Context: an optimization exercise on an open-source flow, tuned for small area and a short achievable clock period. The choices shown serve that exercise and are no tape-out recipe. Where RTL was checked, it was by simulation tests only, not by an equivalence proof against the original. Function not checked in runs 2 to 4: the RTL went through the layout flow alone. Power figures rest on the tool's default switching activity, not on a simulated workload.

==> flow/design.v, too long to show whole: its modules and the start of the top module <==
// module le_fpu_rshift: 16 lines
// module le_fpu_norm: 17 lines
// module le_fpu_add8: 37 lines
// module le_fpu_add32: 173 lines
// module le_fpu_add26: 127 lines
// module le_fpu_add22: 103 lines
// module le_fpu_pc: 11 lines
// module le_fpu_gc: 8 lines
// module le_fpu_mul: 1231 lines
// module le_fpu_fa: 4 lines
// module le_fpu_ha: 4 lines
// module le_fpu_bpp: 3 lines
// module le_fpu: 284 lines
module le_fpu (
    input  wire        clk,
    input  wire        rst,         
    input  wire        in_valid,
    input  wire [31:0] in_insn,
    input  wire [31:0] in_a,        
    input  wire [31:0] in_b,        
    output reg         out_valid,
    output reg         out_fault,   
    output reg         out_wen,     
    output reg  [4:0]  out_rd,
    output reg  [31:0] out_data
);
  // ...
==> flow/flow/run.sh <==
#!/bin/bash
set -euo pipefail
export SETUP_SLACK_MARGIN=${SETUP_SLACK_MARGIN:-6}
export BUFFER_PORTS_ARGS="-buffer_cell sky130_fd_sc_hd__buf_2"
bash standard.sh > run.log 2>&1
==> flow/standard.sh <==
#!/bin/bash
# synth_recipe.tcl (not shown) runs the flow's synth.tcl, then flattens the netlist and writes it again
# the make line also repeats each setting of config.mk as NAME=value (left out here)
make -C /OpenROAD-flow-scripts/flow DESIGN_CONFIG=/design/flow/config.mk WORK_HOME=/design/flow/orfs CLKGATE_MAP_FILE= SYNTH_SCRIPT=/design/flow/synth_recipe.tcl "${@:-finish}"
==> flow/config.mk <==
export PLATFORM = sky130hd
export DESIGN_NAME = le_fpu
export DESIGN_NICKNAME = le_fpu
export VERILOG_FILES = /design/flow/design.v
export SDC_FILE = /design/flow/constraint.sdc
export NUM_CORES = 4
export LEC_CHECK = 0
export CAP_MARGIN = 20
export CORE_MARGIN = 2
export CORE_UTILIZATION = 45
export SLEW_MARGIN = 20
export SYNTH_HIERARCHICAL = 1
export SYNTH_MINIMUM_KEEP_SIZE = 0
==> flow/constraint.sdc <==
create_clock -name core_clock -period 16.0 [get_ports {clk}]
set_input_delay 3.2000 -clock core_clock [delete_from_list [all_inputs] [get_ports {clk}]]
set_output_delay 3.2000 -clock core_clock [all_outputs]
set_load 0.01 [all_outputs]
==> results.sh, run 1 <==
export IMPL_crit_path_start="in_a[14]"
export IMPL_run_status="finished clean"
export IMPL_layout_nets=4386
export IMPL_hold_path_end="r_rd[3]"
export IMPL_nonClockBufferCount=297
export IMPL_numCtsBuffers=9
export IMPL_power_mw=5.44
export IMPL_top_level_ports=139
export IMPL_critPathLaunchType="input port"
export IMPL_power_leader="combinational cells"
export IMPL_finalSetupViolations=0
export IMPL_remaining_drc_errors=0
export IMPL_maximum_capacitance_violations=0
export IMPL_highest_attainable_clock_frequency_ghz=0.102
export IMPL_routed_wirelength_um=126000
export IMPL_pwr_group_sequential_mw=0.384
export IMPL_power_clock_mw=0.209
export IMPL_dr_wl_met3_um=12700
export IMPL_category_of_the_most_critical_setup_path="input port to flop"
export IMPL_placement_cell_area_mm2=0.0340
export IMPL_worst_path_largest_cell_delay_ns=0.61
export IMPL_layout_clock_buffers=11
export IMPL_internal_power_consumption_mw=2.53
export IMPL_placementRows=98
export IMPL_hold_ws_ns=2.96
export IMPL_antenna_found_initial=5
export IMPL_nFillCells=6850
export IMPL_horizontal_extent_of_the_die_um=273
export IMPL_fp_coreArea_mm2=0.0716
export IMPL_power_net_switching_mw=2.91
export IMPL_hp_class="input port to flop"
export IMPL_holdCritStartpoint="in_insn[24]"
export IMPL_syn_to_final_growth_pct=10.5
export IMPL_initial_standard_cell_utilization_of_the_core_pct=45.6
==> module le_fpu, before the edit <==
module le_fpu (
    input  wire        clk,
    input  wire        rst,         
    input  wire        in_valid,
    input  wire [31:0] in_insn,
    input  wire [31:0] in_a,        
    input  wire [31:0] in_b,        
    output reg         out_valid,
    output reg         out_fault,   
    output reg         out_wen,     
    output reg  [4:0]  out_rd,
    output reg  [31:0] out_data
);
    wire [5:0] op   = in_insn[31:26];
    wire [4:0] f_rb = in_insn[15:11];
    wire [4:0] f_rc = in_insn[10:6];
    wire [5:0] func = in_insn[5:0];
    reg legal;
    always @(*) begin
        legal = 1'b0;
        if (op == 6'h04) begin
            case (func)
                6'h00, 6'h01, 6'h02, 6'h07, 6'h08:
                    legal = (f_rc == 5'd0);
                6'h09, 6'h0A, 6'h0B, 6'h0C, 6'h0D, 6'h0E:
                    legal = (f_rb == 5'd0) && (f_rc == 5'd0);
                default:
                    legal = 1'b0;
            endcase
        end
    end
    wire f_add  = (func[5:1] == 5'b00000);              
    wire f_sub  = func[0];
    wire f_mul  = (func == 6'h02);
    wire f_mm   = (func == 6'h07) || (func == 6'h08);
    wire f_min  = (func == 6'h07);
    wire f_abs  = (func == 6'h09);
    wire f_neg  = (func == 6'h0A);
    wire f_cif  = (func == 6'h0B) || (func == 6'h0D);   
    wire f_qif  = func[2];                               
    wire f_cfi  = (func == 6'h0C) || (func == 6'h0E);   
    wire f_qfi  = func[1];                               
    wire f_pass = f_mm | f_abs | f_neg;
    wire        sa = in_a[31];
    wire [7:0]  ea = in_a[30:23];
    wire [22:0] fa = in_a[22:0];
    wire        a_zero = (ea == 8'd0);
    wire        a_emax = (ea == 8'hFF);
    wire        a_fnz  = (fa != 23'd0);
    wire        a_inf  = a_emax & ~a_fnz;
    wire        a_nan  = a_emax & a_fnz;
    wire        sb = in_b[31];
    wire [7:0]  eb = in_b[30:23];
    wire [22:0] fb = in_b[22:0];
    wire        b_zero = (eb == 8'd0);
    wire        b_emax = (eb == 8'hFF);
    wire        b_fnz  = (fb != 23'd0);
    wire        b_inf  = b_emax & ~b_fnz;
    wire        b_nan  = b_emax & b_fnz;
    wire a_ge = (in_a[30:0] >= in_b[30:0]);
    wire a_eq = (in_a[30:0] == in_b[30:0]);
    wire        sb_eff  = sb ^ f_sub;
    wire        eff_sub = sa ^ sb_eff;
    wire        sel_a   = ~f_add | ~a_ge;
    wire        z_sel   = sel_a ? a_zero : b_zero;
    wire [22:0] f_sel   = sel_a ? fa : fb;
    wire [31:0] s_in    = f_cif ? in_a : {1'b0, ~z_sel, f_sel & {23{~z_sel}}, 7'd0};
    wire [7:0]  d_ab, d_ba;
    wire        e_ge, e_le;                          
    le_fpu_add8 u_d_ab (
        .x   (ea),
        .y   (~eb),
        .cin (1'b1),
        .s   (d_ab),
        .cout(e_ge)
    );
    le_fpu_add8 u_d_ba (
        .x   (eb),
        .y   (~ea),
        .cin (1'b1),
        .s   (d_ba),
        .cout(e_le)
    );
    wire [7:0]  d_exp   = e_ge ? d_ab : d_ba;
    wire [8:0]  t_cvt   = (f_qfi ? 9'd126 : 9'd157) - {1'b0, ea};
    wire        cvt_sat = t_cvt[8];                      
    wire [7:0]  sh_full = f_add ? d_exp : (f_cif ? 8'd0 : t_cvt[7:0]);
    wire [32:0] w;
    wire        stk;
    le_fpu_rshift u_rshift (
        .x  (s_in),
        .sh (sh_full[4:0]),
        .big(sh_full[7:5] != 3'd0),
        .w  (w),
        .stk(stk)
    );
    wire [31:0] x_add  = f_add ? {1'b0, 1'b1, (a_ge ? fa : fb), 7'd0} : 32'd0;
    wire [31:0] y_add  = {w[32:2], w[1] | (f_add & (w[0] | stk))};
    wire        inv    = f_add ? eff_sub : sa;
    wire        cin    = inv;
    wire        cfi_up  = w[0] & (stk | w[1]);
    wire [31:0] cfi_val = w[32:1] ^ {32{sa}};
    wire        cfi_inc = sa ^ cfi_up;
    wire [31:0] sum;
    wire        add_co;
    le_fpu_add32 u_add (
        .x   (x_add),
        .y   (y_add ^ {32{inv}}),
        .cin (cin),
        .s   (sum),
        .cout(add_co)
    );
    wire [47:0] mul_s, mul_c;
    le_fpu_mul u_mul (
        .a({1'b1, fa}),
        .b({1'b1, fb}),
        .s(mul_s),
        .c(mul_c)
    );
    wire [21:0] mul_lo;
    wire        mul_cy;
    le_fpu_add22 u_mul_lo (
        .x   (mul_s[21:0]),
        .y   (mul_c[21:0]),
        .cin (1'b0),
        .s   (mul_lo),
        .cout(mul_cy)
    );
    wire [21:0] mul_t  = mul_s[21:0] ^ mul_c[21:0];
    wire [21:0] mul_o  = {mul_s[20:0] | mul_c[20:0], 1'b0};
    wire        mul_st = (mul_t != mul_o);
    wire mag_a_ge = b_zero | (~a_zero & a_ge);
    wire mag_a_le = a_zero | (~b_zero & (~a_ge | a_eq));
    wire a_le_b = (sa & ~sb) | (~sa & ~sb & mag_a_le) | (sa & sb & mag_a_ge);
    wire a_ge_b = (~sa & sb) | (~sa & ~sb & mag_a_ge) | (sa & sb & mag_a_le);
    wire pick_a = ~f_mm | b_nan | (~a_nan & (f_min ? a_le_b : a_ge_b));
    wire        p_sign = pick_a ? (f_abs ? 1'b0 : (sa ^ f_neg)) : sb;
    wire [30:0] p_mag  = pick_a ? (a_zero ? 31'd0 : in_a[30:0])
                                : (b_zero ? 31'd0 : in_b[30:0]);
    reg        c_rnd, c_sign, c_nan, c_inf, c_zero, c_sat, c_cfi, c_inc, c_mul;
    reg [9:0]  c_exp;
    reg [31:0] c_val;
    always @(*) begin
        c_rnd  = 1'b0;
        c_nan  = 1'b0;
        c_inf  = 1'b0;
        c_zero = 1'b0;
        c_sat  = 1'b0;
        c_cfi  = 1'b0;
        c_inc  = cfi_inc;
        c_mul  = f_mul;
        c_sign = sa;
        c_exp  = 10'd0;
        c_val  = sum;
        if (f_add) begin
            c_sign = a_ge ? sa : sb_eff;
            c_exp  = {2'd0, (a_ge ? ea : eb)} + 10'd1;
            if (a_nan | b_nan | (a_inf & b_inf & eff_sub))
                c_nan = 1'b1;
            else if (a_inf | b_inf) begin
                c_inf  = 1'b1;
                c_sign = a_inf ? sa : sb_eff;
            end else if (a_zero & b_zero) begin
                c_zero = 1'b1;
                c_sign = sa & sb_eff;
            end else
                c_rnd = 1'b1;
        end else if (f_mul) begin
            c_sign = sa ^ sb;
            c_exp  = {2'd0, ea} + {2'd0, eb} - 10'd126;
            c_val  = {mul_s[47:22], mul_cy, mul_st, 4'd0};
            if (a_nan | b_nan | (a_inf & b_zero) | (b_inf & a_zero))
                c_nan = 1'b1;
            else if (a_inf | b_inf)
                c_inf = 1'b1;
            else if (a_zero | b_zero)
                c_zero = 1'b1;
            else
                c_rnd = 1'b1;
        end else if (f_pass) begin
            c_val = {p_sign, p_mag};
            c_nan = f_mm ? (a_nan & b_nan) : a_nan;
        end else if (f_cif) begin
            c_exp = f_qif ? 10'd127 : 10'd158;
            c_rnd = 1'b1;
        end else begin
            c_cfi = 1'b1;
            c_val = cfi_val;
            if (a_nan) begin
                c_zero = 1'b1;
                c_sign = 1'b0;
            end else if (a_inf | cvt_sat)
                c_sat = 1'b1;
        end
    end
    reg        r_rnd, r_sign, r_nan, r_inf, r_zero, r_sat, r_cfi, r_inc, r_mul;
    reg [9:0]  r_exp;
    reg [31:0] r_val;
    reg [25:0] r_mc;                     
    reg        r_valid, r_fault, r_wen;
    reg [4:0]  r_rd;
    always @(posedge clk) begin
        if (rst)
            r_valid <= 1'b0;
        else
            r_valid <= in_valid;
    end
    always @(posedge clk) begin
        r_fault <= ~legal;
        r_wen   <= legal;
        r_rd    <= in_insn[25:21];
        r_rnd   <= c_rnd;
        r_sign  <= c_sign;
        r_nan   <= c_nan;
        r_inf   <= c_inf;
        r_zero  <= c_zero;
        r_sat   <= c_sat;
        r_cfi   <= c_cfi;
        r_inc   <= c_inc;
        r_mul   <= c_mul;
        r_exp   <= c_exp;
        r_val   <= c_val;
        r_mc    <= mul_c[47:22];
    end
    wire [31:0] nz;
    wire [4:0]  lz_n;
    le_fpu_norm u_norm (
        .x (r_val),
        .n (nz),
        .lz(lz_n)
    );
    wire [25:0] mp;
    wire        mp_co;
    le_fpu_add26 u_mul_hi (
        .x   (r_val[31:6]),
        .y   (r_mc),
        .cin (r_val[5]),
        .s   (mp),
        .cout(mp_co)
    );
    wire [31:0] nm   = mp[25] ? {mp, r_val[4], 5'd0} : {mp[24:0], r_val[4], 6'd0};
    wire [31:0] nn   = r_mul ? nm : nz;
    wire [4:0]  lz   = r_mul ? {4'd0, ~mp[25]} : lz_n;
    wire        g_n  = nn[7];
    wire        s_n  = (nn[6:0] != 7'd0);
    wire        up   = g_n & (s_n | nn[8]);
    wire [24:0] m_r  = {1'b0, nn[31:8]} + {24'd0, up};
    wire        cy   = m_r[24];                  
    wire signed [9:0] e0 = $signed(r_exp) - $signed({5'd0, lz});
    wire [7:0]  e_out = cy ? (e0[7:0] + 8'd1) : e0[7:0];
    wire        ex_ge255 = ($signed(r_exp) >= 10'sd255);
    wire        ex_ge256 = ($signed(r_exp) >= 10'sd256);
    wire        ex_eq254 = (r_exp == 10'd254);
    wire        ex_eq255 = (r_exp == 10'd255);
    wire        top1 = r_mul ? mp[25] : r_val[31];
    wire        top2 = r_mul | r_val[30];
    wire        ovf = top1 ? (ex_ge255 | (cy & ex_eq254))
                    : (top2 & (ex_ge256 | (cy & ex_eq255)));
    wire        ex_neg = r_exp[9];
    wire        ex_big = ~r_exp[9] & (r_exp[8:5] != 4'd0);
    wire        unf = ex_neg | (~ex_big & (cy ? (r_exp[4:0] < lz) : (r_exp[4:0] <= lz)));
    wire        val_zero = (r_val == 32'd0);
    wire [31:0] cfi_r = r_val + {31'd0, r_inc};
    always @(*) begin
        out_valid = r_valid;
        out_fault = r_fault;
        out_wen   = r_wen;
        out_rd    = r_rd;
        if (r_nan)
            out_data = 32'h7FC0_0000;
        else if (r_inf | (r_rnd & ovf))
            out_data = {r_sign, 8'hFF, 23'd0};
        else if (r_rnd & val_zero)
            out_data = 32'd0;
        else if (r_zero | (r_rnd & unf))
            out_data = {r_sign, 31'd0};
        else if (r_cfi)
            out_data = (r_sat | (~r_sign & cfi_r[31])) ? {r_sign, {31{~r_sign}}} : cfi_r;
        else if (r_rnd)
            out_data = {r_sign, e_out, m_r[22:0]};
        else
            out_data = r_val;
    end
endmodule
==> run 2: changes to the inputs <==
--- a/flow/design.v
+++ b/flow/design.v
@@ -1828,13 +1828,12 @@
         .w  (w),
         .stk(stk)
     );
-    wire [31:0] x_add  = f_add ? {1'b0, 1'b1, (a_ge ? fa : fb), 7'd0} : 32'd0;
+    wire        cfi_up = w[0] & (stk | w[1]);
+    wire [31:0] x_add  = f_add ? {1'b0, 1'b1, (a_ge ? fa : fb), 7'd0}
+                               : {31'd0, f_cfi & (sa ^ cfi_up)};
     wire [31:0] y_add  = {w[32:2], w[1] | (f_add & (w[0] | stk))};
     wire        inv    = f_add ? eff_sub : sa;
-    wire        cin    = inv;
-    wire        cfi_up  = w[0] & (stk | w[1]);
-    wire [31:0] cfi_val = w[32:1] ^ {32{sa}};
-    wire        cfi_inc = sa ^ cfi_up;
+    wire        cin    = f_add ? eff_sub : (f_cif & sa);
     wire [31:0] sum;
     wire        add_co;
     le_fpu_add32 u_add (
@@ -1871,7 +1870,7 @@
     wire        p_sign = pick_a ? (f_abs ? 1'b0 : (sa ^ f_neg)) : sb;
     wire [30:0] p_mag  = pick_a ? (a_zero ? 31'd0 : in_a[30:0])
                                 : (b_zero ? 31'd0 : in_b[30:0]);
-    reg        c_rnd, c_sign, c_nan, c_inf, c_zero, c_sat, c_cfi, c_inc, c_mul;
+    reg        c_rnd, c_sign, c_nan, c_inf, c_zero, c_sat, c_cfi, c_mul;
     reg [9:0]  c_exp;
     reg [31:0] c_val;
     always @(*) begin
@@ -1881,7 +1880,6 @@
         c_zero = 1'b0;
         c_sat  = 1'b0;
         c_cfi  = 1'b0;
-        c_inc  = cfi_inc;
         c_mul  = f_mul;
         c_sign = sa;
         c_exp  = 10'd0;
@@ -1919,7 +1917,6 @@
             c_rnd = 1'b1;
         end else begin
             c_cfi = 1'b1;
-            c_val = cfi_val;
             if (a_nan) begin
                 c_zero = 1'b1;
                 c_sign = 1'b0;
@@ -1927,7 +1924,7 @@
                 c_sat = 1'b1;
         end
     end
-    reg        r_rnd, r_sign, r_nan, r_inf, r_zero, r_sat, r_cfi, r_inc, r_mul;
+    reg        r_rnd, r_sign, r_nan, r_inf, r_zero, r_sat, r_cfi, r_mul;
     reg [9:0]  r_exp;
     reg [31:0] r_val;
     reg [25:0] r_mc;                     
@@ -1950,7 +1947,6 @@
         r_zero  <= c_zero;
         r_sat   <= c_sat;
         r_cfi   <= c_cfi;
-        r_inc   <= c_inc;
         r_mul   <= c_mul;
         r_exp   <= c_exp;
         r_val   <= c_val;
@@ -1994,7 +1990,6 @@
     wire        ex_big = ~r_exp[9] & (r_exp[8:5] != 4'd0);
     wire        unf = ex_neg | (~ex_big & (cy ? (r_exp[4:0] < lz) : (r_exp[4:0] <= lz)));
     wire        val_zero = (r_val == 32'd0);
-    wire [31:0] cfi_r = r_val + {31'd0, r_inc};
     always @(*) begin
         out_valid = r_valid;
         out_fault = r_fault;
@@ -2009,7 +2004,7 @@
         else if (r_zero | (r_rnd & unf))
             out_data = {r_sign, 31'd0};
         else if (r_cfi)
-            out_data = (r_sat | (~r_sign & cfi_r[31])) ? {r_sign, {31{~r_sign}}} : cfi_r;
+            out_data = (r_sat | (~r_sign & r_val[31])) ? {r_sign, {31{~r_sign}}} : r_val;
         else if (r_rnd)
             out_data = {r_sign, e_out, m_r[22:0]};
         else
==> flow/flow/run.sh (replaced) <==
#!/bin/bash
set -euo pipefail
export SETUP_SLACK_MARGIN=${SETUP_SLACK_MARGIN:-6.5}
export BUFFER_PORTS_ARGS="-buffer_cell sky130_fd_sc_hd__buf_2"
bash standard.sh > run.log 2>&1
==> run 2 against run 1 <==
  * Still clean on timing, DRC and antenna
  * Critical path depth is 2 lower
  * Cell area down 0.35%
  * Via count fell by 4.9%
  * Clock power grew 3%
  * Non-clock buffer count increased by 34
  * Fmax grew 1.4%
  * Critical endpoint is now r_val[14]
==> results.sh, run 2 <==
export IMPL_worstPathArrival_ns=9.92
export IMPL_run_status="finished clean"
export IMPL_post_cts_hold_buffer_count=0
export IMPL_top_flop_regs="r_val (32), r_mc (26), r_exp (10)"
export IMPL_final_hold_violation_count=0
export IMPL_synthesis_area_mm2=0.0314
export IMPL_setup_tns_ns=0
export IMPL_layout_nets=4146
export IMPL_grt_pass1_wl_um=184000
export IMPL_required_ns=16.23
export IMPL_category_of_the_most_critical_setup_path="input port to flop"
export IMPL_dp_worst_setup_slack_ns=3.77
export IMPL_first_global_vias=28800
export IMPL_tot_gr_track_use_pct=33.7
export IMPL_post_route_cells_drive_above_1_share_pct=26.0
export IMPL_remaining_drc_errors=0
export IMPL_slowest_stage="sky130_fd_sc_hd__or4_4"
export IMPL_synth_instances=3423
export IMPL_highest_attainable_clock_frequency_ghz=0.103
export IMPL_layout_cells_most_common="sky130_fd_sc_hd__xnor2_1"
export IMPL_period_minus_slack_ns=9.69
export IMPL_commonest_cells_after_routing_fill_and_taps_aside="367 x sky130_fd_sc_hd__xnor2_1, 276 x sky130_fd_sc_hd__a22oi_2, 271 x sky130_fd_sc_hd__fa_1, 195 x sky130_fd_sc_hd__nand2_1, 184 x sky130_fd_sc_hd__a21o_1"
export IMPL_finalSetupViolations=0
export IMPL_fp_coreArea_mm2=0.0688
export IMPL_placed_cells_incl_taps=4392
export IMPL_drv_slew=0
export IMPL_numCtsBuffers=9
export IMPL_post_route_util_pct=52.3
export IMPL_worst_path_largest_cell_delay_ns=0.51
export IMPL_slew_limit_headroom_pct=24.5
export IMPL_top_level_ports=139
export IMPL_vdd_ir_drop_max_v=0.000148
export IMPL_clock_tree_from_tritoncts="built"
export IMPL_globalplace_congestion=0.945
export IMPL_hp_class="input port to flop"
export IMPL_routed_wire_length_per_instance_um=27.2
export IMPL_antenna_cells=0
export IMPL_initial_standard_cell_utilization_of_the_core_pct=45.7
export IMPL_grt_setup_unrepaired="true"
export IMPL_timing_final_crit_share_pct=60.5
export IMPL_worstSetupEndpointType="flop"
export IMPL_clk_path_buf_depth=2
export IMPL_placementRows=96
export IMPL_critPathLaunchType="input port"
export IMPL_grt_max_degree=62
export IMPL_detail_route_iter0_violations=3418
export IMPL_clk_pin_slew_ns=0.07
export IMPL_vias=29200
export IMPL_grt_overflow=0
export IMPL_htreeDepth=3
export IMPL_synth_area_per_cell_um2=9.18
export IMPL_cp_max_fo=11
export IMPL_horizontal_extent_of_the_die_um=268
export IMPL_power_density_cell_area_mw_per_mm2=152
export IMPL_cts_sinks=84
export IMPL_largest_register_ff_count=32
export IMPL_yosys_warnings=8
export IMPL_routed_wirelength_um=123000
export IMPL_final_worst_slack_ns=6.31
export IMPL_avgViaCountPerCell=6.48
export IMPL_tightestPinTransition_ns=1.13
export IMPL_dr_pass1_iters=6
export IMPL_numPortBuffers=133
export IMPL_detailed_place_hpwl_um=81800
export IMPL_final_instance_count_excl_fill=4513
export IMPL_nFillCells=6440
export IMPL_fp_dieArea_mm2=0.0720
export IMPL_maximum_capacitance_violations=0
export IMPL_p_leak_nw=15.0
export IMPL_ant_nets=0
export IMPL_syn_to_final_growth_pct=14.4
export IMPL_die_y_um=268
export IMPL_antenna_found_initial=2
export IMPL_clk_root_buffer_cell="sky130_fd_sc_hd__clkbuf_16"
export IMPL_max_flop_register="r_val"
==> run 2: worst paths after layout <==
path	startpoint	depth (start not counted)	end
hold / removal	in_insn[21]	1	r_rd[0]
setup / recovery	in_a[30]	30	r_val[14]
==> run 2: where the power goes <==
group | switching (mW) | internal, mW | leakage [nW] | total (mW)
registers | 0.109 | 0.297 | 0.703 | 0.405
clock network | 0.0882 | 0.127 | 0.153 | 0.215
logic | 2.68 | 2.18 | 14.1 | 4.86
total | 2.88 | 2.60 | 15.0 | 5.48
==> run 2: what timing repair did <==
action,in CTS,in global routing
buffers inserted,52,37
hold endpoints to repair,0,0
endpoints found under the setup margin,64,60
cloned,15,1
resized for setup,258,107
pin swaps,43,47
==> run 2: layer usage <==
metal / GRT usage (%) / vias to the layer above / share of wire [%]
met2: 51.6 / 1810 / 44
met5: 0 / - / 0.050
met3: 8.52 / 375 / 11
met1: 44.3 / 14400 / 40
met4: 16.2 / 4 / 5.2
li1: - / 12600 / -
==> run 2: worst max-delay path, delay by kind of cell <==
family,cells,cell delay [ns]
AO/OA/AOI/OAI,11,2.29
AND/OR/NAND/NOR,7,1.82
adder cells (fa/ha/maj),2,0.66
XOR/XNOR,2,0.58
multiplexers,2,0.55
buffers and inverters,6,0.79
==> run 2: final cells by class <==
| cell class | instances | area (um^2) | area share [%] |
|---|---|---|---|
| inverter | 146 | 609 | 1.69 |
| sequential | 84 | 1690 | 4.70 |
| timing repair buffer | 331 | 2960 | 8.23 |
| tap | 931 | 1160 | 3.24 |
| clock buffer | 10 | 239 | 0.665 |
| timing repair inverter | 1 | 8.76 | 0.0244 |
| multi-input combinational | 3004 | 29200 | 81.3 |
| clock inverter | 6 | 70.1 | 0.195 |
==> run 2: stage by stage <==
step           hold WS, ns  power [mW]  cell area, um^2
2_1_floorplan         3.23        4.28            31600
3_5_place_dp          3.30        5.05            32900
3_3_place_gp          3.30        5.02            32900
5_1_grt               2.93        5.93            36000
4_1_cts               2.93        5.37            35100
6_report              2.94        5.48            36000
==> run 3: changes to the inputs <==
==> flow/flow/run.sh (replaced) <==
#!/bin/bash
set -euo pipefail
export SETUP_SLACK_MARGIN=${SETUP_SLACK_MARGIN:-6}
export BUFFER_PORTS_ARGS="-buffer_cell sky130_fd_sc_hd__buf_2"
bash standard.sh > run.log 2>&1
==> run 3 against run 2 <==
  * Area after synthesis did not move
  * Sequential power rose by 1%
  * Critical path depth rose by 3
  * Final cell count fell by 1.0%
  * Synthesized cell count did not move
  * Worst hold slack improved by 0.0020 ns
  * Cell area fell by 4.1%
  * Largest cell class unchanged
==> results.sh, run 3 <==
export IMPL_routed_wire_length_per_instance_um=26.6
export IMPL_ant_nets=0
export IMPL_setup_tns_ns=0
export IMPL_syn_to_final_growth_pct=9.70
export IMPL_buffers_plus_inverters_on_the_worst_setup_path=8
export IMPL_top_level_ports=139
export IMPL_clk_pin_slew_ns=0.08
export IMPL_antenna_found_initial=5
export IMPL_grt_overflow=0
export IMPL_numCtsBuffers=9
export IMPL_first_global_vias=28300
export IMPL_die_y_um=268
export IMPL_slowest_stage="sky130_fd_sc_hd__or4_4"
export IMPL_power_density_cell_area_mw_per_mm2=152
export IMPL_layout_nets=4098
export IMPL_numPortBuffers=133
export IMPL_vdd_ir_drop_max_v=0.000196
export IMPL_detail_route_iter0_violations=3131
export IMPL_highest_attainable_clock_frequency_ghz=0.0998
export IMPL_globalplace_congestion=0.944
export IMPL_hp_class="input port to flop"
export IMPL_synthesis_area_mm2=0.0314
export IMPL_fp_dieArea_mm2=0.0720
export IMPL_post_route_cells_drive_above_1_share_pct=22.8
export IMPL_finalSetupViolations=0
export IMPL_clk_root_buffer_cell="sky130_fd_sc_hd__clkbuf_16"
export IMPL_final_hold_violation_count=0
export IMPL_grt_pass1_wl_um=178000
export IMPL_commonest_cells_after_routing_fill_and_taps_aside="367 x sky130_fd_sc_hd__xnor2_1, 276 x sky130_fd_sc_hd__a22oi_2, 271 x sky130_fd_sc_hd__fa_1, 197 x sky130_fd_sc_hd__nand2_1, 191 x sky130_fd_sc_hd__ha_1"
export IMPL_grt_setup_unrepaired="false"
export IMPL_fin_area_mm2=0.0345
export IMPL_power_mw=5.24
export IMPL_yosys_warnings=8
export IMPL_period_minus_slack_ns=10.02
export IMPL_required_ns=16.22
export IMPL_maximum_capacitance_violations=0
export IMPL_post_route_util_pct=50.1
export IMPL_remaining_drc_errors=0
export IMPL_dr_pass1_iters=6
export IMPL_worst_path_largest_cell_delay_ns=0.50
export IMPL_holdCritStartpoint="in_insn[24]"
export IMPL_layout_cells_most_common="sky130_fd_sc_hd__xnor2_1"
export IMPL_synth_area_per_cell_um2=9.18
export IMPL_worstPathArrival_ns=10.24
export IMPL_cts_sinks=84
export IMPL_grt_max_degree=62
export IMPL_placementRows=96
export IMPL_worstSetupEndpointType="flop"
export IMPL_synth_instances=3423
export IMPL_cp_top_family="compound AO/OA/AOI/OAI gates"
export IMPL_timing_final_crit_share_pct=62.6
export IMPL_critPathMostFrequentCell="sky130_fd_sc_hd__buf_4"
export IMPL_post_cts_hold_buffer_count=0
export IMPL_slew_limit_headroom_pct=19.0
export IMPL_tot_gr_track_use_pct=32.4
export IMPL_category_of_the_most_critical_setup_path="input port to flop"
export IMPL_drv_slew=0
export IMPL_max_flop_register="r_val"
export IMPL_p_leak_nw=14.5
export IMPL_critPathLaunchType="input port"
export IMPL_routed_wirelength_um=119000
export IMPL_tightestPinTransition_ns=1.21
export IMPL_clock_tree_from_tritoncts="built"
export IMPL_fp_coreArea_mm2=0.0688
export IMPL_cp_max_fo=30
export IMPL_initial_standard_cell_utilization_of_the_core_pct=45.7
export IMPL_vias=28500
export IMPL_horizontal_extent_of_the_die_um=268
export IMPL_clk_path_buf_depth=2
export IMPL_detailed_place_hpwl_um=82300
export IMPL_htreeDepth=3
export IMPL_placement_cell_area_mm2=0.0329
export IMPL_largest_register_ff_count=32
export IMPL_avgViaCountPerCell=6.38
export IMPL_run_status="finished clean"
export IMPL_top_flop_regs="r_val (32), r_mc (26), r_exp (10)"
export IMPL_crit_path_start="in_a[0]"
run 3: cell types whose count changed in the layout (fill, tap and decap cells not counted), sizes merged:
cell | before | now
buf | 318 | 258
bufbuf | 11 | 1
bufinv | 2 | 1
clkbuf | 12 | 34
clkinv | 7 | 9
diode | 0 | 1
inv | 141 | 140
run 3: path summary, 6_finish.rpt:
check              endpoint  slack [ns]  cells after the start
hold / removal      r_rd[3]        2.94                      1
setup / recovery  r_val[15]        5.98                     33
run 3: layer usage:
metal  up-vias  global-route usage [%]  wire length, um
met1     14000                    43.9            49200
li1      12600                       -                -
met3       338                    6.65            12000
met4         2                    13.3             5220
met5         -                       0               13
met2      1608                    50.3            52400
run 3: what timing repair did:
action | 4_1_cts | 5_1_grt
setup endpoints to repair | 64 | 60
pin swaps | 13 | 29
buffers inserted | 21 | 25
resized for setup | 72 | 124
gates cloned | 4 | 3
run 3: stage by stage:
step	setup WS, ns	std cells	hold WS, ns
final	5.98	4466	2.94
after global routing	5.99	4465	2.94
after CTS	6.00	4437	2.94
after detailed placement	3.98	4396	3.30
after global placement	3.72	4396	3.30
after floorplan	6.31	3475	3.23
run 3: power by group:
group | switching [mW] | internal, mW
clock network | 0.0943 | 0.124
registers | 0.114 | 0.295
logic | 2.53 | 2.09
total | 2.74 | 2.51
run 3: area by class of cell:
class | instances | area [um^2]
Fill cell | 6626 | 34400
Multi-Input combinational cell | 3004 | 28600
Timing Repair Buffer | 284 | 2150
Sequential cell | 84 | 1680
Tap cell | 931 | 1160
Inverter | 146 | 594
Clock buffer | 9 | 225
Clock inverter | 7 | 83.8
Antenna cell | 1 | 2.50
==> module le_fpu_norm, before the edit <==
module le_fpu_norm (
    input  wire [31:0] x,
    output wire [31:0] n,
    output wire [4:0]  lz
);
    wire        z4 = (x[31:16] == 16'd0);
    wire [31:0] n4 = z4 ? {x[15:0], 16'd0} : x;
    wire        z3 = (n4[31:24] == 8'd0);
    wire [31:0] n3 = z3 ? {n4[23:0], 8'd0} : n4;
    wire        z2 = (n3[31:28] == 4'd0);
    wire [31:0] n2 = z2 ? {n3[27:0], 4'd0} : n3;
    wire        z1 = (n2[31:30] == 2'd0);
    wire [31:0] n1 = z1 ? {n2[29:0], 2'd0} : n2;
    wire        z0 = ~n1[31];
    assign n  = z0 ? {n1[30:0], 1'b0} : n1;
    assign lz = {z4, z3, z2, z1, z0};
endmodule
==> run 4: changes to the inputs <==
--- a/flow/design.v
+++ b/flow/design.v
@@ -19,17 +19,35 @@
     output wire [31:0] n,
     output wire [4:0]  lz
 );
-    wire        z4 = (x[31:16] == 16'd0);
-    wire [31:0] n4 = z4 ? {x[15:0], 16'd0} : x;
-    wire        z3 = (n4[31:24] == 8'd0);
-    wire [31:0] n3 = z3 ? {n4[23:0], 8'd0} : n4;
-    wire        z2 = (n3[31:28] == 4'd0);
-    wire [31:0] n2 = z2 ? {n3[27:0], 4'd0} : n3;
-    wire        z1 = (n2[31:30] == 2'd0);
-    wire [31:0] n1 = z1 ? {n2[29:0], 2'd0} : n2;
-    wire        z0 = ~n1[31];
-    assign n  = z0 ? {n1[30:0], 1'b0} : n1;
-    assign lz = {z4, z3, z2, z1, z0};
+    reg [15:0] v1;  reg [15:0] c1;
+    reg [7:0]  v2;  reg [15:0] c2;
+    reg [3:0]  v3;  reg [11:0] c3;
+    reg [1:0]  v4;  reg [7:0]  c4;
+    integer i;
+    always @(*) begin
+        for (i = 0; i < 16; i = i + 1) begin
+            v1[i] = x[2*i+1] | x[2*i];
+            c1[i] = ~x[2*i+1];
+        end
+        for (i = 0; i < 8; i = i + 1) begin
+            v2[i] = v1[2*i+1] | v1[2*i];
+            c2[2*i +: 2] = v1[2*i+1] ? {1'b0, c1[2*i+1]} : {1'b1, c1[2*i]};
+        end
+        for (i = 0; i < 4; i = i + 1) begin
+            v3[i] = v2[2*i+1] | v2[2*i];
+            c3[3*i +: 3] = v2[2*i+1] ? {1'b0, c2[4*i+2 +: 2]} : {1'b1, c2[4*i +: 2]};
+        end
+        for (i = 0; i < 2; i = i + 1) begin
+            v4[i] = v3[2*i+1] | v3[2*i];
+            c4[4*i +: 4] = v3[2*i+1] ? {1'b0, c3[6*i+3 +: 3]} : {1'b1, c3[6*i +: 3]};
+        end
+    end
+    assign lz = v4[1] ? {1'b0, c4[7:4]} : {1'b1, c4[3:0]};
+    wire [31:0] n4 = lz[4] ? {x[15:0], 16'd0} : x;
+    wire [31:0] n3 = lz[3] ? {n4[23:0], 8'd0} : n4;
+    wire [31:0] n2 = lz[2] ? {n3[27:0], 4'd0} : n3;
+    wire [31:0] n1 = lz[1] ? {n2[29:0], 2'd0} : n2;
+    assign n = lz[0] ? {n1[30:0], 1'b0} : n1;
 endmodule
 module le_fpu_add8 (
     input  wire [7:0] x,
==> run 4 against run 3 <==
  * Core utilization rose by 0.27 points
  * Worst hold slack improved by 0.015 ns
  * Largest cell class unchanged
  * Final cell count rose by 1.2%
  * Still clean
  * Area after synthesis barely moved
  * Setup slack improved by 0.076 ns
  * Sequential power rose by 3%
  * Largest power group unchanged
  * Critical endpoint is now r_val[18]
  * Wire length fell by 0.57%
  * Sequential share of layout area barely moved
  * Fmax rose by 0.77%
==> results.sh, run 4 <==
export IMPL_category_of_the_most_critical_setup_path="input port to flop"
export IMPL_placementRows=96
export IMPL_antenna_found_initial=3
export IMPL_numPortBuffers=133
export IMPL_vias=28600
export IMPL_cts_sinks=84
export IMPL_holdCritStartpoint="in_insn[24]"
export IMPL_cp_max_fo=16
export IMPL_dp_worst_setup_slack_ns=3.88
export IMPL_post_cts_hold_buffer_count=0
export IMPL_highest_attainable_clock_frequency_ghz=0.101
export IMPL_hold_path_end="r_rd[3]"
export IMPL_avgViaCountPerCell=6.33
export IMPL_layout_cells_most_common="sky130_fd_sc_hd__xnor2_1"
export IMPL_required_ns=16.21
export IMPL_final_worst_slack_ns=6.06
export IMPL_final_instance_count_excl_fill=4519
export IMPL_yosys_warnings=9
export IMPL_syn_to_final_growth_pct=10.3
export IMPL_tightestPinTransition_ns=1.18
export IMPL_max_flop_register="r_val"
export IMPL_first_global_vias=28100
export IMPL_setup_tns_ns=0
export IMPL_power_mw=5.28
export IMPL_critPathLaunchType="input port"
export IMPL_layout_nets=4150
export IMPL_routed_wire_length_per_instance_um=26.1
export IMPL_commonest_cells_after_routing_fill_and_taps_aside="367 x sky130_fd_sc_hd__xnor2_1, 276 x sky130_fd_sc_hd__a22oi_2, 271 x sky130_fd_sc_hd__fa_1, 205 x sky130_fd_sc_hd__nand2_1, 187 x sky130_fd_sc_hd__ha_1"
export IMPL_grt_setup_unrepaired="false"
export IMPL_clk_pin_slew_ns=0.06
export IMPL_clk_root_buffer_cell="sky130_fd_sc_hd__clkbuf_16"
export IMPL_remaining_drc_errors=0
export IMPL_power_density_cell_area_mw_per_mm2=152
export IMPL_timing_final_crit_share_pct=62.1
export IMPL_synthesis_area_mm2=0.0314
export IMPL_grt_overflow=0
export IMPL_buffers_plus_inverters_on_the_worst_setup_path=5
export IMPL_synth_instances=3463
export IMPL_initial_standard_cell_utilization_of_the_core_pct=45.7
export IMPL_worstSetupEndpointType="flop"
export IMPL_fp_coreArea_mm2=0.0688
export IMPL_fp_dieArea_mm2=0.0720
export IMPL_period_minus_slack_ns=9.94
export IMPL_hp_class="input port to flop"
export IMPL_drv_slew=0
export IMPL_horizontal_extent_of_the_die_um=268
export IMPL_synth_area_per_cell_um2=9.07
export IMPL_routed_wirelength_um=118000
export IMPL_htreeDepth=3
export IMPL_run_status="finished clean"
export IMPL_globalplace_congestion=0.935
export IMPL_grt_max_degree=70
export IMPL_slowest_stage="sky130_fd_sc_hd__mux4_2"
export IMPL_cp_top_family="compound AO/OA/AOI/OAI gates"
export IMPL_clock_tree_from_tritoncts="built"
export IMPL_count_of_cells_along_the_worst_hold_path=1
export IMPL_detailed_place_hpwl_um=78900
export IMPL_top_level_ports=139
export IMPL_clk_path_buf_depth=2
export IMPL_numCtsBuffers=9
export IMPL_ant_nets=0
export IMPL_post_route_cells_drive_above_1_share_pct=23.2
export IMPL_tot_gr_track_use_pct=31.7
export IMPL_placed_cells_incl_taps=4417
export IMPL_worstPathArrival_ns=10.15
export IMPL_crit_path_start="in_a[20]"
export IMPL_final_hold_violation_count=0
export IMPL_dr_pass1_iters=6
export IMPL_grt_pass1_wl_um=174000
export IMPL_vdd_ir_drop_max_v=0.000190
export IMPL_top_flop_regs="r_val (32), r_mc (26), r_exp (10)"
export IMPL_slew_limit_headroom_pct=21.2
export IMPL_detail_route_iter0_violations=2811
export IMPL_hold_ws_ns=2.96
export IMPL_die_y_um=268
export IMPL_maximum_capacitance_violations=0
export IMPL_p_leak_nw=14.7
export IMPL_finalSetupViolations=0
export IMPL_largest_register_ff_count=32
export IMPL_worst_path_largest_cell_delay_ns=0.49
-- run 4: cell types whose count changed in the layout (fill, tap and decap cells not counted), sizes merged, moves of 6 or more --
cell and delta:
nor2 +25, inv +12, nand2 +8, mux2i -23, buf +22, mux2 +10, clkbuf -6
-- run 4: layout make-up --
class	count	area, um^2
tap	931	1160
timing repair buffer	301	2460
fill	6567	34200
antenna	2	5.00
sequential	84	1690
multi-input combinational	3029	28500
inverter	156	604
clock buffer	10	229
clock inverter	6	48.8
-- run 4: worst max-delay path by stage --
stage           endpoint  slack (ns)  cells past startpoint
2_1_floorplan  r_val[22]        6.19                     30
3_3_place_gp   r_val[18]        3.97                     30
3_5_place_dp   r_val[18]        3.88                     30
4_1_cts        r_val[22]        6.00                     32
5_1_grt        r_val[17]        5.95                     32
6_report       r_val[18]        6.06                     31
-- run 4: metal layers --
| layer | wire [um] | part of all wire [%] | track usage (%) | vias to the layer above |
|---|---|---|---|---|
| li1 | - | - | - | 12700 |
| met2 | 52900 | 45 | 51.2 | 1574 |
| met4 | 6470 | 5.5 | 14.6 | 2 |
| met3 | 11400 | 9.6 | 5.56 | 364 |
| met5 | 13 | 0.011 | 0.203 | - |
| met1 | 47300 | 40 | 41.2 | 14000 |
-- run 4: where the power goes --
group | internal, mW | switching (mW)
combinational | 2.11 | 2.56
clock | 0.106 | 0.0887
sequential | 0.297 | 0.125
total | 2.51 | 2.77
-- run 4: repair_timing --
action,4_1_cts,5_1_grt
endpoints found under the setup margin,55,48
gates cloned,6,6
buffers inserted,11,61
hold endpoints to repair,0,0
gates resized for setup,100,101
pin swaps,7,26
-- run 4: per-stage QoR --
| stage | cell area [um^2] | util (%) |
|---|---|---|
| 6_report | 34700 | 50.4 |
| 5_1_grt | 34700 | 50.4 |
| 4_1_cts | 33600 | 48.8 |
| 3_5_place_dp | 32800 | 47.7 |
| 3_3_place_gp | 32800 | 47.7 |
| 2_1_floorplan | 31600 | - |
==> run 5: changes to the inputs <==
--- a/flow/design.v
+++ b/flow/design.v
@@ -49,6 +49,120 @@
     wire [31:0] n1 = lz[1] ? {n2[29:0], 2'd0} : n2;
     assign n = lz[0] ? {n1[30:0], 1'b0} : n1;
 endmodule
+module le_fpu_inc24 (
+    input  wire [23:0] x,
+    input  wire        cin,
+    output wire [23:0] s,
+    output wire        cout
+);
+    wire p1_1;
+    le_fpu_ac u_p1_1 (.a(x[1]), .b(x[0]), .y(p1_1));
+    wire p1_3;
+    le_fpu_ac u_p1_3 (.a(x[3]), .b(x[2]), .y(p1_3));
+    wire p1_5;
+    le_fpu_ac u_p1_5 (.a(x[5]), .b(x[4]), .y(p1_5));
+    wire p1_7;
+    le_fpu_ac u_p1_7 (.a(x[7]), .b(x[6]), .y(p1_7));
+    wire p1_9;
+    le_fpu_ac u_p1_9 (.a(x[9]), .b(x[8]), .y(p1_9));
+    wire p1_11;
+    le_fpu_ac u_p1_11 (.a(x[11]), .b(x[10]), .y(p1_11));
+    wire p1_13;
+    le_fpu_ac u_p1_13 (.a(x[13]), .b(x[12]), .y(p1_13));
+    wire p1_15;
+    le_fpu_ac u_p1_15 (.a(x[15]), .b(x[14]), .y(p1_15));
+    wire p1_17;
+    le_fpu_ac u_p1_17 (.a(x[17]), .b(x[16]), .y(p1_17));
+    wire p1_19;
+    le_fpu_ac u_p1_19 (.a(x[19]), .b(x[18]), .y(p1_19));
+    wire p1_21;
+    le_fpu_ac u_p1_21 (.a(x[21]), .b(x[20]), .y(p1_21));
+    wire p1_23;
+    le_fpu_ac u_p1_23 (.a(x[23]), .b(x[22]), .y(p1_23));
+    wire p2_2;
+    le_fpu_ac u_p2_2 (.a(x[2]), .b(p1_1), .y(p2_2));
+    wire p2_3;
+    le_fpu_ac u_p2_3 (.a(p1_3), .b(p1_1), .y(p2_3));
+    wire p2_6;
+    le_fpu_ac u_p2_6 (.a(x[6]), .b(p1_5), .y(p2_6));
+    wire p2_7;
+    le_fpu_ac u_p2_7 (.a(p1_7), .b(p1_5), .y(p2_7));
+    wire p2_10;
+    le_fpu_ac u_p2_10 (.a(x[10]), .b(p1_9), .y(p2_10));
+    wire p2_11;
+    le_fpu_ac u_p2_11 (.a(p1_11), .b(p1_9), .y(p2_11));
+    wire p2_14;
+    le_fpu_ac u_p2_14 (.a(x[14]), .b(p1_13), .y(p2_14));
+    wire p2_15;
+    le_fpu_ac u_p2_15 (.a(p1_15), .b(p1_13), .y(p2_15));
+    wire p2_18;
+    le_fpu_ac u_p2_18 (.a(x[18]), .b(p1_17), .y(p2_18));
+    wire p2_19;
+    le_fpu_ac u_p2_19 (.a(p1_19), .b(p1_17), .y(p2_19));
+    wire p2_22;
+    le_fpu_ac u_p2_22 (.a(x[22]), .b(p1_21), .y(p2_22));
+    wire p2_23;
+    le_fpu_ac u_p2_23 (.a(p1_23), .b(p1_21), .y(p2_23));
+    wire p3_4;
+    le_fpu_ac u_p3_4 (.a(x[4]), .b(p2_3), .y(p3_4));
+    wire p3_5;
+    le_fpu_ac u_p3_5 (.a(p1_5), .b(p2_3), .y(p3_5));
+    wire p3_6;
+    le_fpu_ac u_p3_6 (.a(p2_6), .b(p2_3), .y(p3_6));
+    wire p3_7;
+    le_fpu_ac u_p3_7 (.a(p2_7), .b(p2_3), .y(p3_7));
+    wire p3_12;
+    le_fpu_ac u_p3_12 (.a(x[12]), .b(p2_11), .y(p3_12));
+    wire p3_13;
+    le_fpu_ac u_p3_13 (.a(p1_13), .b(p2_11), .y(p3_13));
+    wire p3_14;
+    le_fpu_ac u_p3_14 (.a(p2_14), .b(p2_11), .y(p3_14));
+    wire p3_15;
+    le_fpu_ac u_p3_15 (.a(p2_15), .b(p2_11), .y(p3_15));
+    wire p3_20;
+    le_fpu_ac u_p3_20 (.a(x[20]), .b(p2_19), .y(p3_20));
+    wire p3_21;
+    le_fpu_ac u_p3_21 (.a(p1_21), .b(p2_19), .y(p3_21));
+    wire p3_22;
+    le_fpu_ac u_p3_22 (.a(p2_22), .b(p2_19), .y(p3_22));
+    wire p3_23;
+    le_fpu_ac u_p3_23 (.a(p2_23), .b(p2_19), .y(p3_23));
+    wire p4_8;
+    le_fpu_ac u_p4_8 (.a(x[8]), .b(p3_7), .y(p4_8));
+    wire p4_9;
+    le_fpu_ac u_p4_9 (.a(p1_9), .b(p3_7), .y(p4_9));
+    wire p4_10;
+    le_fpu_ac u_p4_10 (.a(p2_10), .b(p3_7), .y(p4_10));
+    wire p4_11;
+    le_fpu_ac u_p4_11 (.a(p2_11), .b(p3_7), .y(p4_11));
+    wire p4_12;
+    le_fpu_ac u_p4_12 (.a(p3_12), .b(p3_7), .y(p4_12));
+    wire p4_13;
+    le_fpu_ac u_p4_13 (.a(p3_13), .b(p3_7), .y(p4_13));
+    wire p4_14;
+    le_fpu_ac u_p4_14 (.a(p3_14), .b(p3_7), .y(p4_14));
+    wire p4_15;
+    le_fpu_ac u_p4_15 (.a(p3_15), .b(p3_7), .y(p4_15));
+    wire p5_16;
+    le_fpu_ac u_p5_16 (.a(x[16]), .b(p4_15), .y(p5_16));
+    wire p5_17;
+    le_fpu_ac u_p5_17 (.a(p1_17), .b(p4_15), .y(p5_17));
+    wire p5_18;
+    le_fpu_ac u_p5_18 (.a(p2_18), .b(p4_15), .y(p5_18));
+    wire p5_19;
+    le_fpu_ac u_p5_19 (.a(p2_19), .b(p4_15), .y(p5_19));
+    wire p5_20;
+    le_fpu_ac u_p5_20 (.a(p3_20), .b(p4_15), .y(p5_20));
+    wire p5_21;
+    le_fpu_ac u_p5_21 (.a(p3_21), .b(p4_15), .y(p5_21));
+    wire p5_22;
+    le_fpu_ac u_p5_22 (.a(p3_22), .b(p4_15), .y(p5_22));
+    wire p5_23;
+    le_fpu_ac u_p5_23 (.a(p3_23), .b(p4_15), .y(p5_23));
+    wire [23:0] c = {p5_22, p5_21, p5_20, p5_19, p5_18, p5_17, p5_16, p4_15, p4_14, p4_13, p4_12, p4_11, p4_10, p4_9, p4_8, p3_7, p3_6, p3_5, p3_4, p2_3, p2_2, p1_1, x[0], 1'b1} & {24{cin}};
+    assign s = x ^ c;
+    assign cout = cin & p5_23;
+endmodule
 module le_fpu_add8 (
     input  wire [7:0] x,
     input  wire [7:0] y,
@@ -508,6 +622,13 @@
 );
     assign g = gh | (ph & gl);
 endmodule
+module le_fpu_ac (
+    input  wire a,
+    input  wire b,
+    output wire y
+);
+    assign y = a & b;
+endmodule
 module le_fpu_mul (
     input  wire [23:0] a,
     input  wire [23:0] b,
@@ -1992,8 +2113,14 @@
     wire        g_n  = nn[7];
     wire        s_n  = (nn[6:0] != 7'd0);
     wire        up   = g_n & (s_n | nn[8]);
-    wire [24:0] m_r  = {1'b0, nn[31:8]} + {24'd0, up};
-    wire        cy   = m_r[24];                  
+    wire [23:0] m_r;
+    wire        cy;                          
+    le_fpu_inc24 u_round (
+        .x   (nn[31:8]),
+        .cin (up),
+        .s   (m_r),
+        .cout(cy)
+    );
     wire signed [9:0] e0 = $signed(r_exp) - $signed({5'd0, lz});
     wire [7:0]  e_out = cy ? (e0[7:0] + 8'd1) : e0[7:0];
     wire        ex_ge255 = ($signed(r_exp) >= 10'sd255);
==> flow/flow/run.sh (replaced) <==
#!/bin/bash
set -euo pipefail
export SETUP_SLACK_MARGIN=${SETUP_SLACK_MARGIN:-6.5}
export BUFFER_PORTS_ARGS="-buffer_cell sky130_fd_sc_hd__buf_2"
bash standard.sh > run.log 2>&1
==> run 5 against run 4 <==
  * Still clean
  * Non-clock buffer count grew 39
  * Sequential share of layout area shrank 0.078 points
  * Core utilization grew 1.2 points
  * Area after synthesis shrank 0.37%
  * Die area shrank 0.36%
  * Count of clock-buffer cells in the layout shrank 1
  * Fmax grew 4.8%
  * Setup slack gained 0.46 ns
  * Critical path depth grew 3
  * Final cell count grew 2.5%
  * Cell area grew 2.2%
  * Global-route usage shrank 0.31 points
  * Highest routed layer unchanged
==> results.sh, run 5 <==
export IMPL_syn_to_final_growth_pct=13.1
export IMPL_die_y_um=268
export IMPL_layout_nets=4265
export IMPL_slowest_stage="sky130_fd_sc_hd__or4_1"
export IMPL_grt_max_degree=70
export IMPL_routed_wire_length_per_instance_um=25.1
export IMPL_top_level_ports=139
export IMPL_yosys_warnings=9
export IMPL_dr_pass1_iters=5
export IMPL_setup_tns_ns=0
export IMPL_grt_overflow=0
export IMPL_holdCritStartpoint="in_insn[23]"
export IMPL_critPathLaunchType="input port"
export IMPL_power_density_cell_area_mw_per_mm2=153
export IMPL_clk_pin_slew_ns=0.07
export IMPL_clkPwrFrac_pct=4.2
export IMPL_period_minus_slack_ns=9.49
export IMPL_category_of_the_most_critical_setup_path="input port to flop"
export IMPL_sw_ratio_pct=52.4
export IMPL_power_net_switching_mw=2.83
export IMPL_numPortBuffers=133
export IMPL_worstPathArrival_ns=9.71
export IMPL_fp_coreArea_mm2=0.0687
export IMPL_detail_route_iter0_violations=2930
export IMPL_tot_gr_track_use_pct=31.4
export IMPL_worst_path_largest_cell_delay_ns=0.49
export IMPL_clk_root_buffer_cell="sky130_fd_sc_hd__clkbuf_16"
export IMPL_top_flop_regs="r_val (32), r_mc (26), r_exp (10)"
export IMPL_tightestPinTransition_ns=0.953
export IMPL_cts_sinks=84
export IMPL_internal_power_consumption_mw=2.57
export IMPL_htreeDepth=3
export IMPL_drv_slew=0
export IMPL_synth_area_per_cell_um2=8.83
export IMPL_run_status="finished clean"
export IMPL_ant_nets=0
export IMPL_max_flop_register="r_val"
export IMPL_timing_final_crit_share_pct=59.3
export IMPL_horizontal_extent_of_the_die_um=268
export IMPL_finalSetupViolations=0
export IMPL_final_worst_slack_ns=6.51
export IMPL_highest_attainable_clock_frequency_ghz=0.105
export IMPL_placementRows=96
export IMPL_avgViaCountPerCell=6.24
export IMPL_cp_max_fo=7
export IMPL_fp_dieArea_mm2=0.0717
export IMPL_vias=28900
export IMPL_numCtsBuffers=9
export IMPL_hp_class="input port to flop"
export IMPL_largest_register_ff_count=32
export IMPL_routed_wirelength_um=116000
export IMPL_post_cts_hold_buffer_count=0
export IMPL_seq_power_share_pct=7.7
export IMPL_synth_instances=3544
export IMPL_grt_setup_unrepaired="true"
export IMPL_layout_cells_most_common="sky130_fd_sc_hd__xnor2_1"
export IMPL_dp_worst_setup_slack_ns=3.68
export IMPL_post_route_cells_drive_above_1_share_pct=23.8
export IMPL_slew_limit_headroom_pct=36.5
export IMPL_globalplace_congestion=0.957
export IMPL_worstSetupEndpointType="flop"
export IMPL_required_ns=16.23
export IMPL_initial_standard_cell_utilization_of_the_core_pct=45.6
export IMPL_clock_tree_from_tritoncts="built"
export IMPL_first_global_vias=28000
export IMPL_count_of_cells_along_the_worst_hold_path=1
export IMPL_grt_pass1_wl_um=174000
export IMPL_antenna_found_initial=5
export IMPL_clk_path_buf_depth=2
export IMPL_synthesis_area_mm2=0.0313
export IMPL_detailed_place_hpwl_um=77200
export IMPL_combPwrFrac_pct=88.1
export IMPL_final_hold_violation_count=0
export IMPL_maximum_capacitance_violations=0
export IMPL_vdd_ir_drop_max_v=0.000183
export IMPL_remaining_drc_errors=0
export IMPL_commonest_cells_after_routing_fill_and_taps_aside="379 x sky130_fd_sc_hd__xnor2_1, 279 x sky130_fd_sc_hd__a22oi_2, 271 x sky130_fd_sc_hd__fa_1, 209 x sky130_fd_sc_hd__nor2_1, 184 x sky130_fd_sc_hd__ha_1"
export IMPL_p_leak_nw=14.8
export IMPL_crit_path_start="in_a[8]"
[run 5: final timing paths]
| path | slack [ns] | to |
|---|---|---|
| setup / recovery | 6.51 | r_val[21] |
| hold / removal | 2.95 | r_rd[2] |
[run 5: power by group through the flow]
| stage | Sequential (mW) | Combinational, mW | Clock (mW) |
|---|---|---|---|
| after floorplan | 0.344 | 3.87 | 0 |
| after global placement | 0.413 | 4.52 | 0 |
| after detailed placement | 0.414 | 4.55 | 0 |
| after CTS | 0.413 | 4.63 | 0.229 |
| after global routing | 0.421 | 5.24 | 0.235 |
| final | 0.417 | 4.76 | 0.225 |
[run 5: area by class of cell]
cell class / count / area (um^2)
Sequential cell: 84 / 1700
Clock buffer: 9 / 225
Fill cell: 6520 / 33300
Clock inverter: 7 / 97.6
Inverter: 152 / 608
Multi-Input combinational cell: 3109 / 28700
Antenna cell: 2 / 5.00
Tap cell: 931 / 1160
Timing Repair Buffer: 340 / 2890
[run 5: per-stage QoR]
| step | power (mW) | instance area (um^2) | util (%) | hold WS [ns] | instances |
|---|---|---|---|---|---|
| 2_1_floorplan | 4.22 | 31500 | - | 3.23 | 3596 |
| 3_3_place_gp | 4.94 | 32700 | 47.6 | 3.30 | 4491 |
| 3_5_place_dp | 4.97 | 32700 | 47.6 | 3.30 | 4491 |
| 4_1_cts | 5.28 | 34100 | 49.6 | 2.94 | 4538 |
| 5_1_grt | 5.90 | 35400 | 51.5 | 2.94 | 4632 |
| 6_report | 5.40 | 35400 | 51.5 | 2.95 | 4634 |
[run 5: critical path, delay by kind of cell]
kind	cells	cell delay (ns)
adders and majority gates	2	0.66
xor gates and xnor gates	2	0.33
AOI/OAI and AO/OA	13	2.52
buffers and inverters	8	1.34
and+or+nand+nor	9	1.63
[run 5: what timing repair did]
| item | 4_1_cts | 5_1_grt |
|---|---|---|
| endpoints found under the setup margin | 64 | 60 |
| cloned | 7 | 8 |
| gates resized for setup | 195 | 117 |
| pin swaps | 25 | 34 |
| hold endpoints to repair | 0 | 0 |
| setup buffers | 24 | 86 |
[run 5: routing by layer]
| layer | routed length, um | part of all wire [%] | vias to the layer above | global-route usage, % |
|---|---|---|---|---|
| met5 | 120 | 0.10 | - | 0 |
| met1 | 46500 | 40 | 14100 | 40.8 |
| li1 | - | - | 13000 | - |
| met4 | 5700 | 4.9 | 6 | 14.6 |
| met2 | 53100 | 46 | 1578 | 50.7 |
| met3 | 10900 | 9.4 | 307 | 5.53 |
==> run 6: changes to the inputs <==
==> flow/flow/run.sh (replaced) <==
#!/bin/bash
set -euo pipefail
export SETUP_SLACK_MARGIN=${SETUP_SLACK_MARGIN:-6}
export BUFFER_PORTS_ARGS="-buffer_cell sky130_fd_sc_hd__buf_2"
bash standard.sh > run.log 2>&1
==> run 6 against run 5 <==
  * Still clean
  * Sequential share of layout area grew 0.21 points
  * Sequential power is essentially flat
  * Sequential cell count is the same
  * Synthesized cell count is the same
  * Setup slack lost 0.33 ns
  * Wire length shrank 3.4%
  * Final cell count shrank 1.9%
  * Clock power shrank 7%
  * Non-clock buffer count shrank 86
  * Total power shrank 1.9%
  * Combinational power shrank 2%
  * Worst hold slack gained 0.0048 ns
  * Largest cell class unchanged
  * Highest routed layer unchanged
==> results.sh, run 6 <==
export IMPL_run_status="finished clean"
export IMPL_max_flop_register="r_val"
export IMPL_cts_sinks=84
export IMPL_largest_register_ff_count=32
export IMPL_multi_input_area_mm2=0.0283
export IMPL_die_y_um=268
export IMPL_grt_pass1_wl_um=171000
export IMPL_post_route_cells_drive_above_1_share_pct=20.4
export IMPL_highest_attainable_clock_frequency_ghz=0.102
export IMPL_fp_dieArea_mm2=0.0717
export IMPL_layout_cells_most_common="sky130_fd_sc_hd__xnor2_1"
export IMPL_detailed_place_hpwl_um=77200
export IMPL_synth_area_per_cell_um2=8.83
export IMPL_hold_ws_ns=2.95
export IMPL_clock_tree_from_tritoncts="built"
export IMPL_layout_nets=4179
export IMPL_placed_cells_incl_taps=4493
export IMPL_slowest_stage="sky130_fd_sc_hd__or4_4"
export IMPL_required_ns=16.20
export IMPL_power_net_switching_mw=2.80
export IMPL_cp_max_fo=12
export IMPL_numPortBuffers=133
export IMPL_hp_class="input port to flop"
export IMPL_vias=28300
export IMPL_routed_wire_length_per_instance_um=24.7
export IMPL_period_minus_slack_ns=9.82
export IMPL_drv_slew=0
export IMPL_placementRows=96
export IMPL_power_density_cell_area_mw_per_mm2=156
export IMPL_internal_power_consumption_mw=2.49
export IMPL_clkPwrFrac_pct=4.0
export IMPL_htreeDepth=3
export IMPL_seq_power_share_pct=7.9
export IMPL_dr_pass1_iters=6
export IMPL_syn_to_final_growth_pct=8.15
export IMPL_setup_tns_ns=0
export IMPL_commonest_cells_after_routing_fill_and_taps_aside="379 x sky130_fd_sc_hd__xnor2_1, 276 x sky130_fd_sc_hd__a22oi_2, 271 x sky130_fd_sc_hd__fa_1, 210 x sky130_fd_sc_hd__nor2_1, 193 x sky130_fd_sc_hd__ha_1"
export IMPL_register_area_mm2=0.00170
export IMPL_crit_path_start="in_a[30]"
export IMPL_grt_setup_unrepaired="false"
export IMPL_combPwrFrac_pct=88.2
export IMPL_tightestPinTransition_ns=0.992
export IMPL_worst_path_largest_cell_delay_ns=0.56
export IMPL_globalplace_congestion=0.932
export IMPL_fp_coreArea_mm2=0.0687
export IMPL_dp_worst_setup_slack_ns=3.81
export IMPL_top_flop_regs="r_val (32), r_mc (26), r_exp (10)"
export IMPL_antenna_cells=0
export IMPL_holdCritStartpoint="in_insn[25]"
export IMPL_final_instance_count_excl_fill=4546
export IMPL_finalSetupViolations=0
export IMPL_horizontal_extent_of_the_die_um=268
export IMPL_ant_nets=0
export IMPL_top_level_ports=139
export IMPL_nFillCells=6742
export IMPL_grt_overflow=0
export IMPL_synthesis_area_mm2=0.0313
export IMPL_grt_max_degree=70
export IMPL_tot_gr_track_use_pct=30.8
export IMPL_numCtsBuffers=9
export IMPL_slew_limit_headroom_pct=33.8
export IMPL_timing_final_crit_share_pct=61.3
export IMPL_remaining_drc_errors=0
export IMPL_vdd_ir_drop_max_v=0.000204
export IMPL_worstSetupEndpointType="flop"
export IMPL_maximum_capacitance_violations=0
export IMPL_routed_wirelength_um=112000
export IMPL_critPathLaunchType="input port"
export IMPL_clk_path_buf_depth=2
export IMPL_synth_instances=3544
export IMPL_setup_worst_path_end="r_val[27]"
export IMPL_clk_pin_slew_ns=0.07
export IMPL_initial_standard_cell_utilization_of_the_core_pct=45.6
export IMPL_first_global_vias=28000
export IMPL_clk_root_buffer_cell="sky130_fd_sc_hd__clkbuf_16"
export IMPL_post_cts_hold_buffer_count=0
export IMPL_power_mw=5.30
export IMPL_final_hold_violation_count=0
export IMPL_final_worst_slack_ns=6.18
export IMPL_worstPathArrival_ns=10.02
export IMPL_sw_ratio_pct=53.0
export IMPL_detail_route_iter0_violations=2429
export IMPL_category_of_the_most_critical_setup_path="input port to flop"
export IMPL_p_leak_nw=14.1
export IMPL_antenna_found_initial=5
export IMPL_yosys_warnings=9
export IMPL_avgViaCountPerCell=6.21
-- run 6: changes by cell type in the layout (fill, tap and decap cells not counted), moves of 7 or more --
cell,before,now
sky130_fd_sc_hd__buf_4,175,97
sky130_fd_sc_hd__ha_1,184,193
sky130_fd_sc_hd__buf_2,105,120
sky130_fd_sc_hd__o21ai_0,109,116
sky130_fd_sc_hd__o21ai_4,11,2
sky130_fd_sc_hd__buf_12,16,3
sky130_fd_sc_hd__a21oi_2,9,1
sky130_fd_sc_hd__a21oi_1,129,138
sky130_fd_sc_hd__ha_4,14,5
-- run 6: layout make-up --
cell class	count	area share [%]
sequential	84	5.01
timing repair buffer	254	5.37
clock buffer	10	0.676
multi-input combinational	3109	83.5
tap	931	3.44
inverter	152	1.76
clock inverter	6	0.211
-- run 6: worst min-delay path by stage --
stage / slack, ns / cells past startpoint / to
after global placement: 3.30 / 1 / r_rd[1]
after global routing: 2.94 / 1 / r_rd[4]
after floorplan: 3.23 / 0 / r_rd[0]
after CTS: 2.94 / 1 / r_rd[1]
final: 2.95 / 1 / r_rd[4]
after detailed placement: 3.30 / 1 / r_rd[4]
-- run 6: power groups by stage --
stage	Combinational, mW	Sequential, mW	Clock, mW
6_report	4.67	0.416	0.209
5_1_grt	5.16	0.421	0.223
3_3_place_gp	4.54	0.415	0
3_5_place_dp	4.56	0.414	0
4_1_cts	4.61	0.411	0.214
2_1_floorplan	3.87	0.344	0
-- run 6: routing by layer --
layer	track usage (%)	wire, um	vias up
li1	-	-	12800
met1	40.5	46100	13700
met2	50.3	51200	1433
met3	5.19	9930	309
met4	12.7	5110	4
met5	0	22	-
-- run 6: timing repair --
| item | in CTS | in global routing |
|---|---|---|
| gates resized for setup | 84 | 68 |
| setup endpoints to repair | 58 | 58 |
| cloned | 2 | 4 |
| endpoints found under the hold margin | 0 | 0 |
| pin swaps | 9 | 6 |
| buffers inserted | 19 | 12 |
-- run 6: through the flow --
step	util [%]	area, um^2
after floorplan	-	31500
after global placement	47.6	32700
after detailed placement	47.6	32700
after CTS	48.6	33400
after global routing	49.3	33900
final	49.3	33900
-- run 6: critical path, delay by kind of cell --
| kind | cells | cell delay [ns] |
|---|---|---|
| and+or+nand+nor | 6 | 1.40 |
| muxes | 2 | 0.82 |
| AOI/OAI and AO/OA | 13 | 2.58 |
| adders and majority gates | 2 | 0.65 |
| buffers and inverters | 6 | 1.02 |
| xor gates and xnor gates | 2 | 0.30 |

static timing again, ports no longer ideal:
In the flow no input, the clock included, has a driving cell. The finished layouts below were timed again as built, in two steps.
Step 1 (the two cells are an assumption about what drives the block):
set clk [get_ports {clk}]
set_driving_cell -lib_cell sky130_fd_sc_hd__clkbuf_16 $clk
set_driving_cell -lib_cell sky130_fd_sc_hd__buf_2 [delete_from_list [all_inputs] $clk]
Step 2 adds t to the input delays and takes it off the output delays; t is the mean of the earliest and latest rising clock arrival at the registers after step 1. Input paths then give back, and output paths get back, about the clock's delay inside the block.
Slacks: ideal ports / drivers / drivers and shift; pairs: ideal ports / drivers.
| run | t (ns) | setup slack, ns | worst hold slack (ns) | worst data-port slew with drivers (ns) |
|---|---|---|---|---|
| run 1 | 0.387 | 6.175 / 6.140 / 5.753 | 2.956 / 2.928 / 3.315 | 0.11 |
| run 2 | 0.390 | 6.312 / 6.290 / 5.901 | 2.940 / 2.917 / 3.307 | 0.09 |
| run 3 | 0.390 | 5.982 / 5.987 / 5.597 | 2.942 / 2.917 / 3.307 | 0.07 |
| run 4 | 0.386 | 6.058 / 6.080 / 5.694 | 2.957 / 2.935 / 3.320 | 0.08 |
| run 5 | 0.390 | 6.514 / 6.495 / 6.106 | 2.948 / 2.921 / 3.310 | 0.11 |
| run 6 | 0.387 | 6.184 / 6.207 / 5.821 | 2.953 / 2.924 / 3.311 | 0.11 |
After both steps every run listed still meets setup and hold. For run 1, which loses most, drivers alone change the setup slack by -0.035 ns; drivers and shift together by -0.422 ns.
